Context: an optimization exercise on an open-source flow, tuned for small area and a short achievable clock period. The choices shown serve that exercise and are no tape-out recipe. The RTL was checked by simulation tests, not by an equivalence proof against the original design.

**run.sh**
```bash
#!/bin/bash
# synth_recipe.tcl (not shown) runs the flow's synth.tcl, then flattens the netlist and writes it again
# the make line also repeats each setting of config.mk as NAME=value (left out here)
make -C /OpenROAD-flow-scripts/flow DESIGN_CONFIG=/design/flow/config.mk WORK_HOME=/design/flow/orfs CLKGATE_MAP_FILE= SYNTH_SCRIPT=/design/flow/synth_recipe.tcl finish
```
**config.mk**
```make
export PLATFORM = sky130hd
export DESIGN_NAME = bsm_burst_check
export DESIGN_NICKNAME = bsm_burst_check
export VERILOG_FILES = /design/flow/design.v
export SDC_FILE = /design/flow/constraint.sdc
export NUM_CORES = 4
export LEC_CHECK = 0
export CAP_MARGIN = 20
export CORE_AREA = 5 5 395 395
export DIE_AREA = 0 0 400 400
export SLEW_MARGIN = 20
```
**constraint.sdc**
```tcl
create_clock -name core_clock -period 10.0 [get_ports {clk}]
set_input_delay 2.0000 -clock core_clock [delete_from_list [all_inputs] [get_ports {clk}]]
set_output_delay 2.0000 -clock core_clock [all_outputs]
set_load 0.01 [all_outputs]
```
**design.v**
```verilog
module bsm_casement_dec (
    input  wire [288:0] word,
    output reg  [255:0] data,    
    output wire [15:0]  st,      
    output wire [15:0]  sm,      
    output wire         ss,      
    output reg  [2:0]   cls      
);
    localparam [288:0] POISON = {1'b1, 16'hFFFF, 16'hFFFF, 256'd0};
    wire [255:0] d = word[255:0];
    reg [15:0] t;
    reg [15:0] m;
    reg        s;
    integer    r, c;
    always @* begin
        for (r = 0; r < 16; r = r + 1)
            t[r] = ^d[16*r +: 16];
        for (c = 0; c < 16; c = c + 1) begin
            m[c] = 1'b0;
            for (r = 0; r < 16; r = r + 1)
                m[c] = m[c] ^ d[16*r + c];
        end
        s = ^d;
    end
    assign st = t ^ word[271:256];
    assign sm = m ^ word[287:272];
    assign ss = s ^ word[288];
    reg [4:0] nt;
    reg [4:0] nm;
    integer   i;
    always @* begin
        nt = 5'd0;
        nm = 5'd0;
        for (i = 0; i < 16; i = i + 1) begin
            nt = nt + {4'd0, st[i]};
            nm = nm + {4'd0, sm[i]};
        end
    end
    wire poison    = (word == POISON);
    wire no_error  = (nt == 5'd0) && (nm == 5'd0) && !ss;
    wire data_err  = (nt == 5'd1) && (nm == 5'd1) &&  ss;
    wire check_err = ((nt == 5'd1) && (nm == 5'd0) && !ss) ||
                     ((nt == 5'd0) && (nm == 5'd1) && !ss) ||
                     ((nt == 5'd0) && (nm == 5'd0) &&  ss);
    integer k;
    always @* begin
        data = d;
        if (poison)
            cls = 3'd6;
        else if (no_error)
            cls = 3'd0;
        else if (data_err) begin
            cls = 3'd1;
            for (k = 0; k < 256; k = k + 1)
                data[k] = d[k] ^ (st[k >> 4] & sm[k & 15]);
        end else if (check_err)
            cls = 3'd2;
        else
            cls = 3'd3;
    end
endmodule
module bsm_burst_check (
    input  wire         clk,
    input  wire         rst,           
    input  wire         in_valid,
    input  wire [639:0] in_burst,      
    input  wire [47:0]  in_addr,       
    input  wire [13:0]  in_gen,        
    output reg          out_valid,
    output reg  [511:0] out_data,      
    output reg  [2:0]   out_cls0,      
    output reg  [2:0]   out_cls1,      
    output reg  [31:0]  out_synd0,     
    output reg  [31:0]  out_synd1,     
    output reg  [1:0]   out_ss,        
    output reg  [1:0]   out_poison,    
    output reg          out_addr_mis,  
    output reg          out_gen_mis,   
    output reg          out_wb,        
    output reg  [15:0]  ce_cnt,        
    output reg  [15:0]  ue_cnt         
);
    reg         s0_valid;
    reg [639:0] s0_burst;
    reg [47:0]  s0_addr;
    reg [13:0]  s0_gen;
    always @(posedge clk) begin
        if (rst)
            s0_valid <= 1'b0;
        else
            s0_valid <= in_valid;
        s0_burst <= in_burst;
        s0_addr  <= in_addr;
        s0_gen   <= in_gen;
    end
    wire [255:0] data0, data1;
    wire [15:0]  st0, sm0, st1, sm1;
    wire         ss0, ss1;
    wire [2:0]   cls0, cls1;
    bsm_casement_dec u_dec0 (
        .word (s0_burst[288:0]),
        .data (data0), .st (st0), .sm (sm0), .ss (ss0), .cls (cls0)
    );
    bsm_casement_dec u_dec1 (
        .word (s0_burst[577:289]),
        .data (data1), .st (st1), .sm (sm1), .ss (ss1), .cls (cls1)
    );
    wire addr_mis = (s0_burst[625:578] != s0_addr);
    wire gen_mis  = (s0_burst[639:626] != s0_gen);
    wire lintel_ok = !addr_mis && !gen_mis;
    wire ce0 = (cls0 == 3'd1) || (cls0 == 3'd2);
    wire ce1 = (cls1 == 3'd1) || (cls1 == 3'd2);
    wire ue0 = (cls0 == 3'd3);
    wire ue1 = (cls1 == 3'd3);
    wire [1:0] ce_inc = lintel_ok ? ({1'b0, ce0} + {1'b0, ce1}) : 2'd0;
    wire [1:0] ue_inc = lintel_ok ? ({1'b0, ue0} + {1'b0, ue1}) : 2'd0;
    wire [16:0] ce_sum = {1'b0, ce_cnt} + {15'd0, ce_inc};
    wire [16:0] ue_sum = {1'b0, ue_cnt} + {15'd0, ue_inc};
    always @(posedge clk) begin
        if (rst) begin
            out_valid <= 1'b0;
            ce_cnt    <= 16'd0;
            ue_cnt    <= 16'd0;
        end else begin
            out_valid <= s0_valid;
            if (s0_valid) begin
                ce_cnt <= ce_sum[16] ? 16'hFFFF : ce_sum[15:0];
                ue_cnt <= ue_sum[16] ? 16'hFFFF : ue_sum[15:0];
            end
        end
        out_data     <= {data1, data0};
        out_cls0     <= cls0;
        out_cls1     <= cls1;
        out_synd0    <= {sm0, st0};
        out_synd1    <= {sm1, st1};
        out_ss       <= {ss1, ss0};
        out_poison   <= {(cls1 == 3'd3) || (cls1 == 3'd6),
                         (cls0 == 3'd3) || (cls0 == 3'd6)};
        out_addr_mis <= addr_mis;
        out_gen_mis  <= gen_mis;
        out_wb       <= lintel_ok && (ce0 || ce1);
    end
endmodule
```
==> results.txt <==
## logic make-up after synthesis
logic type	count (synthesis)	synth area share [%]
adders and majority gates	325	8.78
xor gates and xnor gates	1400	24.6
and+or+nand+nor	814	7.39
DFF	1325	53.1
buffers and inverters	707	5.55
AOI/OAI and AO/OA	51	0.531
## worst max-delay path: stages (launching register included)
cell,delay [ps]
dfxtp_1,450
inv_1,190
ha_1,320
xor2_1,180
xnor2_1,140
xnor2_1,290
xor2_1,640
ha_1,360
fa_1,480
inv_1,50
fa_1,490
fa_1,520
inv_1,50
fa_1,440
fa_1,410
fa_1,400
o21ai_0,170
nand4_1,170
nor2_1,260
nand3b_1,110
buf_4,240
nor2_1,920
buf_4,360
buf_4,200
nand2_1,80
xnor2_1,490
## how the worst min path moves through the flow
stage	end	start	cells after the start	slack, ps
4_1_cts	out_data[215]$_DFF_P_	s0_burst[215]$_DFF_P_	1	460
2_1_floorplan	out_data[219]$_DFF_P_	s0_burst[219]$_DFF_P_	1	430
3_3_place_gp	out_data[286]$_DFF_P_	s0_burst[319]$_DFF_P_	1	450
6_report	out_data[218]$_DFF_P_	s0_burst[218]$_DFF_P_	1	460
3_5_place_dp	out_data[193]$_DFF_P_	s0_burst[193]$_DFF_P_	1	450
5_1_grt	out_data[215]$_DFF_P_	s0_burst[215]$_DFF_P_	1	460
## cells in the final DEF (no fill, tap or decap), drive strengths merged, types with 2 or more instances in the layout
cell / count
inv: 612
a211oi: 2
ha: 283
nand2: 531
and2: 6
clkinv: 32
clkbuf: 209
bufinv: 7
nand3b: 3
nor3: 12
clkdlybuf4s50: 1326
nor2: 65
clkinvlp: 4
diode: 54
buf: 93
nor4: 26
and3: 5
o22ai: 2
nand3: 29
xnor2: 1248
xor2: 150
nor2b: 31
o21ai: 10
and4: 2
xnor3: 2
a21oi: 36
dfxtp: 1325
nand4: 101
fa: 42
## state kept, by name (all words and copies together), names as in the netlist, 2 cells and up
name and cells:
out_ss 2, s0_gen 14, out_poison 2, s0_burst 640, out_cls1 3, ue_cnt 16, out_synd0 32, ce_cnt 16
out_cls0 3, out_data 512, out_synd1 32, s0_addr 48
## final cells by class
class	count	area [um^2]	area share, %
flip-flops and latches	1325	26500	37.3
multi-input cells	2590	20700	29.1
diodes	54	135	0.190
well taps	2030	2540	3.57
repair buffers	1419	14000	19.7
clock buffers	209	4370	6.14
clock inverters	53	613	0.861
inverters	602	2260	3.18
## routing by layer
metal  share of wire, %  GRT usage [%]
met4                4.6           14.0
met5              0.056              0
met3                 11           10.0
met2                 45           52.2
met1                 40           43.2
## per-stage QoR
stage / instance area, um^2 / util (%) / hold slack (ps) / setup slack (ps)
floorplan: 49900 / - / 433 / 2810
global placement: 66000 / 43.6 / 446 / 1220
detailed placement: 66000 / 43.6 / 450 / 1510
CTS: 71000 / 46.9 / 455 / 1470
global route: 71100 / 46.9 / 459 / 953
finish: 71200 / 47.0 / 458 / 1380
==> metrics.md <==
| Metric | Value |
|---|---|
| Number of synthesized flops with an enable pin | `0` |
| Starting Density | `32.9%` |
| Largest net degree at the start of global routing | `35` |
| DRT iter0 DRCs | `4336` |
| Count of cell types in the netlist | `36` |
| Worst hold-check path type | `flip-flop to flip-flop` |
| Die area | `0.160 mm^2` |
| Final setup fails | `0` |
| Worst setup path end | `out_data[370]$_DFF_P_` |
| Count of final hold-check violations | `0` |
| Pins Over Slew Limit | `0` |
| Worst relative slew slack | `16.6%` |
| Vias in the first global route | `38100` |
| Clock sinks | `1325` |
| Ranking of synthesized cells by area | `dfxtp_1, xnor2_1, ha_1` |
| Critical setup path kind | `flip-flop to flip-flop` |
| CP startpoint | `s0_burst[310]$_DFF_P_` |
| Fillers | `14200` |
| Worst setup EP type | `flip-flop` |
| R2r endpoint | `out_data[370]$_DFF_P_` |
| Avg Vias per Cell | `4.66` |
| Post-CTS Setup Inserts | `0` |
| Nets | `7118` |
| Core Area | `0.152 mm^2` |
| Worst Path Max Fanout | `17` |
| Initial antenna violation count | `103` |
| Reg-to-reg critical path startpoint | `s0_burst[310]$_DFF_P_` |
| Status | `no timing/DRC/antenna violations` |
| Final min period | `8620 ps` |
| IO Port Bufs | `1326` |
| Area Growth Syn to Fin | `42.6%` |
| Total CTS buffers | `150` |
| Row cnt | `143` |
| CTS tree | `built` |
| Slew at the pin closest to its max-slew limit | `1240 ps` |
| Post-Syn Area | `0.0499 mm^2` |
| Cell Count, Final, Fillers Out | `8282` |
| Post-CTS Resized | `0` |
| Global route overflow | `0` |
| CP required | `10620 ps` |
| Final WL | `278000 um` |
| Hold Buf Count CTS | `0` |
| Worst skew pair latency | `790 ps` |
| Clock skew | `39.3 ps` |
| Critical path data arrival time | `9250 ps` |
| Synth top area share | `53.1%` |
| DRC viols | `0` |
| Total number of vias | `38600` |
| Routability cong. | `1.02` |
| I/O pin cnt | `1327` |
| Asr flop ratio synth | `0%` |
| Detailed Routing Iterations Pass 1 | `6` |
| Global-route wire length before repair | `354000 um` |
| Most common library cells after synthesis | `dfxtp_1, xnor2_1, inv_1` |
| Final setup TNS | `0 ps` |
| Most common cell in the netlist | `dfxtp_1` |
| Sequential area share after synthesis | `53.1%` |
| Total track usage | `33.5%` |
| # H-tree levels | `4` |
| Post-Syn Nets | `5652` |
| Final Cycle Share | `86.2%` |
| Synthesis-stage register bit count | `1325` |
| DIE HEIGHT | `400 um` |
| CTS clk-pin slew, worst paths | `60 ps` |
| Post-synth top flop | `dfxtp_1` |
| Max Root-Sink Buffers | `3` |
| Unrepaired setup endpoints after global routing | `false` |
| Cell accounting for the most synthesized area | `dfxtp_1` |
| Startpoint types | `flip-flop` |
| Yosys warnings | `2` |
| Post-DRT Antenna Nets | `0` |
| Layout cells sized above 1 | `5.94%` |
| Clock root cell | `clkbuf_16` |
| Reg2Reg Depth | `25` |
| Max Fclk | `116 MHz` |
| DIE WIDTH | `400 um` |
| FF-to-FF setup slack | `1380 ps` |
| Gate Count Post-Synth | `4622` |
| Syn Area/Cell | `10.8 um^2` |
| WL/cell | `33.6 um` |
| DP HPWL | `237000 um` |
| Placed cells | `7966` |
| Max-Cap Viols | `0` |

==> afterwards: timing with drivers on the ports <==
The results above use ideal ports. As a check the final layout listed here was re-extracted and re-timed, cells and wires unchanged. Step 1, drivers: a clkbuf_16 drives clk and a buf_2 each remaining input, both assumed. Step 2 times the ports against the registers' clock, not the clock port: input delays grow and output delays shrink by t, the midpoint of the rising clock arrivals with the driver on. Three values: ideal, step 1, step 2; two values: the first two.
shift t [ns]: 0.848
setup WS [ns]: 1.378 / 1.378 / 1.378
worst hold slack (ns): 0.458 / 0.458 / 0.458
clock arrival spread, ns: 0.040 / 0.040
slew at the worst register clock pin (ns): 0.07 / 0.07
After both steps this run still meets setup and hold. The setup slack of this run moves by 0.000 ns with the drivers and by 0.000 ns with both steps.
